From an optimization exercise on the open Yosys and OpenROAD flow, aimed at small area and a short achievable clock period; shortcuts taken in it are not production practice. At most, simulation tests tie the RTL to the original design; equivalence was not proved. Power is estimated from default activity; no workload was simulated.

==> run a <==
Design knaha_exec, start of the top module:
module knaha_exec (
    input  wire        clk,
    input  wire        rst,         
    input  wire        mode_init,   
    input  wire [31:0] instr,       
    input  wire [15:0] ext_a,       
    input  wire [15:0] ext_b,       
    input  wire [15:0] dx,          
    input  wire [15:0] dy,          
    output wire        wa_en,       
    output wire [7:0]  wa_dst,
    output wire [15:0] wa_data,
    output wire        wb_en,       
    output wire [7:0]  wb_dst,
    output wire [15:0] wb_data,
    output wire        dmac_go,     
    output wire [3:0]  pred         
);
    reg [15:0] gp [0:15];
    reg [15:0] alu_a;
    reg [3:0]  alu_op_r;     
    reg        alu_sub_r;
    reg [15:0] alu_x_r;
    reg [15:0] alu_y_r;
    reg [15:0] cmp_a;
    reg [1:0]  cmp_p;
    reg [15:0] mac_a;
    reg [2:0]  g;            
    reg        g3;           
    reg        mode;         
    reg        st_drop, st_ovf;
    wire [39:0] acc;
    wire        mac_ready;
    wire [15:0] alu_res;
    wire g3_eff = mode ? mac_ready : g3;
    wire [3:0] gv = {g3_eff, g};
    assign pred = gv;
    wire        paired = instr[31];
    wire        imm    = ~paired & instr[26];
    wire [7:0]  src_a = paired ? {2'b00, instr[28:23]} : instr[25:18];
    wire [7:0]  dst_a = paired ? {1'b0, instr[22:16]}
                               : (imm ? instr[9:2] : instr[17:10]);
    wire [5:0]  src_b = instr[13:8];
    wire [6:0]  dst_b = instr[7:1];
    reg ca;
    always @(*) begin
        case (instr[29:27])
            3'd0: ca = 1'b1;
            3'd1: ca = gv[0];
            3'd2: ca = gv[1];
            3'd3: ca = gv[2];
            3'd4: ca = gv[3];
            3'd5: ca = gv[0] & gv[1];
            3'd6: ca = gv[2] & gv[3];
            default: ca = gv[0] | gv[1];
        endcase
    end
  ...
make LEC_CHECK=0 ABC_AREA=1 CAP_MARGIN=20 CORE_MARGIN=2 CORE_UTILIZATION=50 PLACE_DENSITY=0.65 SETUP_SLACK_MARGIN=3.5 SLEW_MARGIN=20 finish   # period 11.0 ns
run.sh (not shown) runs the stock make flow with config.mk's settings and CLKGATE_MAP_FILE= SYNTH_SCRIPT=/design/flow/synth_recipe.tcl, a recipe that flattens the netlist after the stock synthesis.
==> inputs of run b, as changes to run a <==
--- a/flow/design.v
+++ b/flow/design.v
@@ -357,19 +357,27 @@
     wire fc111 = (~sel6[16] & sel7[14]) | (~sel6[16] & hc84) | (sel7[14] & hc84);
     wire hs112 = 1'b1 ^ sel7[15];
     wire hc112 = 1'b1 & sel7[15];
     wire [31:0] ra = {1'b1, ~sel7[16], hs112, fs111, fs110, fs109, fs108, fs107, fs106, fs105, fs104, fs103, fs102, fs101, fs100, fs99, fs98, fs97, fs96, fs95, fs94, fs93, fs92, fs91, fs90, fs89, fs88, fs87, hs86, hs85, sel0[1], sel0[0]};
     wire [31:0] rb = {1'b0, hc112, fc111, fc110, fc109, fc108, fc107, fc106, fc105, fc104, fc103, fc102, fc101, fc100, fc99, fc98, fc97, fc96, fc95, fc94, fc93, fc92, fc91, fc90, fc89, fc88, fc87, hc86, hc85, dn1, 1'b0, dn0};
-    assign p = ra + rb;
+    knaha_add #(32) u_cpa (.a(ra), .b(rb), .ci(1'b0), .s(p));
 endmodule
 module knaha_add #(parameter W = 8) (
     input  wire [W-1:0] a,
     input  wire [W-1:0] b,
     input  wire         ci,
     output wire [W-1:0] s
 );
-    localparam integer DS = (1 << $clog2(W)) / 2;    
+    function integer half_pow2(input integer n);     
+        integer k;
+        begin
+            half_pow2 = 1;
+            for (k = 1; k < n; k = k * 2)
+                half_pow2 = k;
+        end
+    endfunction
+    localparam integer DS = half_pow2(W);              
     reg [W-1:0] g, p;
     integer d, i;
     always @(*) begin
         p = a ^ b;
         g = a & b;
@@ -501,13 +509,11 @@
                 | (ext                   & {16{d[22]}})
                 | (mac_stat              & {16{d[23]}})
                 | {d[26], {14{d[25]}}, d[24]};
         end
     endfunction
-    wire [NS-1:0] sd_long  = src_dec(instr[25:18]);
-    wire [NS-1:0] sd_short = src_dec({2'b00, instr[28:23]});
-    wire [NS-1:0] sd_a = paired ? sd_short : (sd_long & {NS{~instr[26]}});
+    wire [NS-1:0] sd_a = src_dec(src_a) & {NS{~imm}};
     wire [15:0] val_a = src_mux(sd_a, ext_a) | (instr[25:10] & {16{imm}});
     wire [15:0] val_b = src_mux(src_dec({2'b00, src_b}), ext_b);
     assign wa_en   = exec_a;
     assign wa_dst  = dst_a;
     assign wa_data = val_a;
==> flow/flow/run.sh (new file) <==
#!/bin/bash
# The standard layout with a freer resizer: cells may change footprint, port
# buffers start as buf_2 and delay cells are not used. The synthesis is the
# standard one, run unchanged.
set -euo pipefail
DU="$(sed -n '/^export DONT_USE_CELLS += /,/^#/p' $FLOW_HOME/platforms/sky130hd/config.mk | grep -o 'sky130_fd_sc_hd__[a-z0-9_]*' | tr '\n' ' ')"
DU="$DU sky130_fd_sc_hd__clkdlybuf4s15_1 sky130_fd_sc_hd__clkdlybuf4s15_2 sky130_fd_sc_hd__clkdlybuf4s18_1 sky130_fd_sc_hd__clkdlybuf4s18_2 sky130_fd_sc_hd__clkdlybuf4s25_1 sky130_fd_sc_hd__clkdlybuf4s25_2 sky130_fd_sc_hd__clkdlybuf4s50_1 sky130_fd_sc_hd__clkdlybuf4s50_2 sky130_fd_sc_hd__dlygate4sd1_1 sky130_fd_sc_hd__dlygate4sd2_1 sky130_fd_sc_hd__dlygate4sd3_1 sky130_fd_sc_hd__dlymetal6s2s_1 sky130_fd_sc_hd__dlymetal6s4s_1 sky130_fd_sc_hd__dlymetal6s6s_1"
echo "DONT_USE_CELLS=$DU" > dont_use.log
bash standard.sh synth > synth_run.log 2>&1
bash standard.sh MATCH_CELL_FOOTPRINT=0 "DONT_USE_CELLS=$DU" \
    "BUFFER_PORTS_ARGS=-buffer_cell sky130_fd_sc_hd__buf_2" finish > finish_run.log 2>&1
==> flow/standard.sh (new file) <==
#!/bin/bash
# synth_recipe.tcl (not shown) runs the flow's synth.tcl, then flattens the netlist and writes it again
# the make line also repeats each setting of config.mk as NAME=value (left out here)
make -C /OpenROAD-flow-scripts/flow DESIGN_CONFIG=/design/flow/config.mk WORK_HOME=/design/flow/orfs CLKGATE_MAP_FILE= SYNTH_SCRIPT=/design/flow/synth_recipe.tcl "${@:-finish}"
==> flow/config.mk (replaced) <==
export PLATFORM = sky130hd
export DESIGN_NAME = knaha_exec
export DESIGN_NICKNAME = knaha_exec
export VERILOG_FILES = /design/flow/design.v
export SDC_FILE = /design/flow/constraint.sdc
export NUM_CORES = 4
export LEC_CHECK = 0
export ABC_AREA = 1
export CAP_MARGIN = 30
export CORE_MARGIN = 2
export CORE_UTILIZATION = 50
export PLACE_DENSITY = 0.6
export SETUP_SLACK_MARGIN = 4.0
export SLEW_MARGIN = 30
removed: flow/run.sh
==> inputs of run c, as changes to run a <==
==> flow/flow/run.sh (new file) <==
#!/bin/bash
# The standard layout, with the resizer free to change a cell's footprint
# (so port buffers and other cells can be resized to any buffer/drive).
# The synthesis is the standard one, run unchanged.
set -euo pipefail
bash standard.sh synth > synth_run.log 2>&1
bash standard.sh MATCH_CELL_FOOTPRINT=0 finish > finish_run.log 2>&1
==> flow/standard.sh (new file) <==
#!/bin/bash
# synth_recipe.tcl (not shown) runs the flow's synth.tcl, then flattens the netlist and writes it again
# the make line also repeats each setting of config.mk as NAME=value (left out here)
make -C /OpenROAD-flow-scripts/flow DESIGN_CONFIG=/design/flow/config.mk WORK_HOME=/design/flow/orfs CLKGATE_MAP_FILE= SYNTH_SCRIPT=/design/flow/synth_recipe.tcl "${@:-finish}"
removed: flow/run.sh
==> results.txt <==
quantity                                                                                     run a           run b           run c
Run status                                                                          finished clean  finished clean  finished clean
Biggest fanout along the worst timing path                                                      11               9               7
NumNets Final                                                                                 6120            6199            6098
Number of distinct library cell variants in the gate-level netlist after synthesis              80              66              80
Part of the total power dissipated in sequential elements                                    23.6%           23.6%           23.5%
Clock buffers created by TritonCTS                                                              53              54              53
Worst setup startpoint                                                                   instr[20]       instr[24]       instr[21]
Xor-xnor portion of the synthesized cell area                                                5.67%           5.38%           5.67%
Worst reg-to-reg setup slack                                                               3920 ps         4010 ps         3930 ps
Wire length on met3                                                                       36000 um        44000 um        35700 um
Combined flip-flop and latch cell area                                                    9560 um2        9580 um2        9560 um2
Clock group power                                                                          1930 uW         1940 uW         1950 uW
Share of total power consumed by net switching                                               44.9%           47.0%           44.7%
Multi-input gate count                                                                        4111            3974            4110
Post-CTS setup-driven buffer insertion count                                                    69             135              65
Buffers excl. clock                                                                            387             537             366
Met2 demand-to-capacity share in global routing                                              72.1%           76.6%           71.9%
Pin slew with the least headroom to its limit                                              1340 ps         1270 ps         1380 ps
Global routing usage on met3                                                                 23.9%           33.8%           23.8%
Wire length the detailed router placed on met1                                            75800 um        79700 um        75900 um
Post-route design area                                                                   44700 um2       44900 um2       44400 um2
GR Layer Usage met1                                                                          64.5%           69.3%           64.5%
Number of clock buffer instances in the layout                                                  66              79              73
Routability-driven placement congestion ratio                                                 1.13            1.28            1.13
The RTL of run a and run c was laid out without a check of its function.

-- port drivers added, routing unchanged --
The flow's constraints put no driver on any port. The routed layouts listed below were extracted and timed again, unchanged, in two steps. Step 1: set_driving_cell puts a clkbuf_16 on clk and a buf_2 on each other input, an assumption about the parent block. Step 2 moves the port delays by t, midway between the first and last clock arrival at a register: inputs arrive t later, outputs are due t later. That takes back most of the time a late clock gives input paths. a / b / c = no drivers / after step 1 / after step 2; a / b = the first two.
run	t (ns)	slack for setup (ns)	hold WS [ns]	worst slew at a driven data input, ns	pins driven straight from the clock port
run a	0.711	3.343 / 3.317 / 3.317	0.329 / 0.329 / 0.329	0.07	1
run b	0.723	3.662 / 3.576 / 3.127	0.330 / 0.330 / 0.330	0.33	1
run c	0.712	3.314 / 3.290 / 3.290	0.328 / 0.328 / 0.328	0.07	1
After both steps every run listed still meets setup and hold. For run b, which loses most, drivers alone change the setup slack by -0.086 ns; drivers and shift together by -0.535 ns.
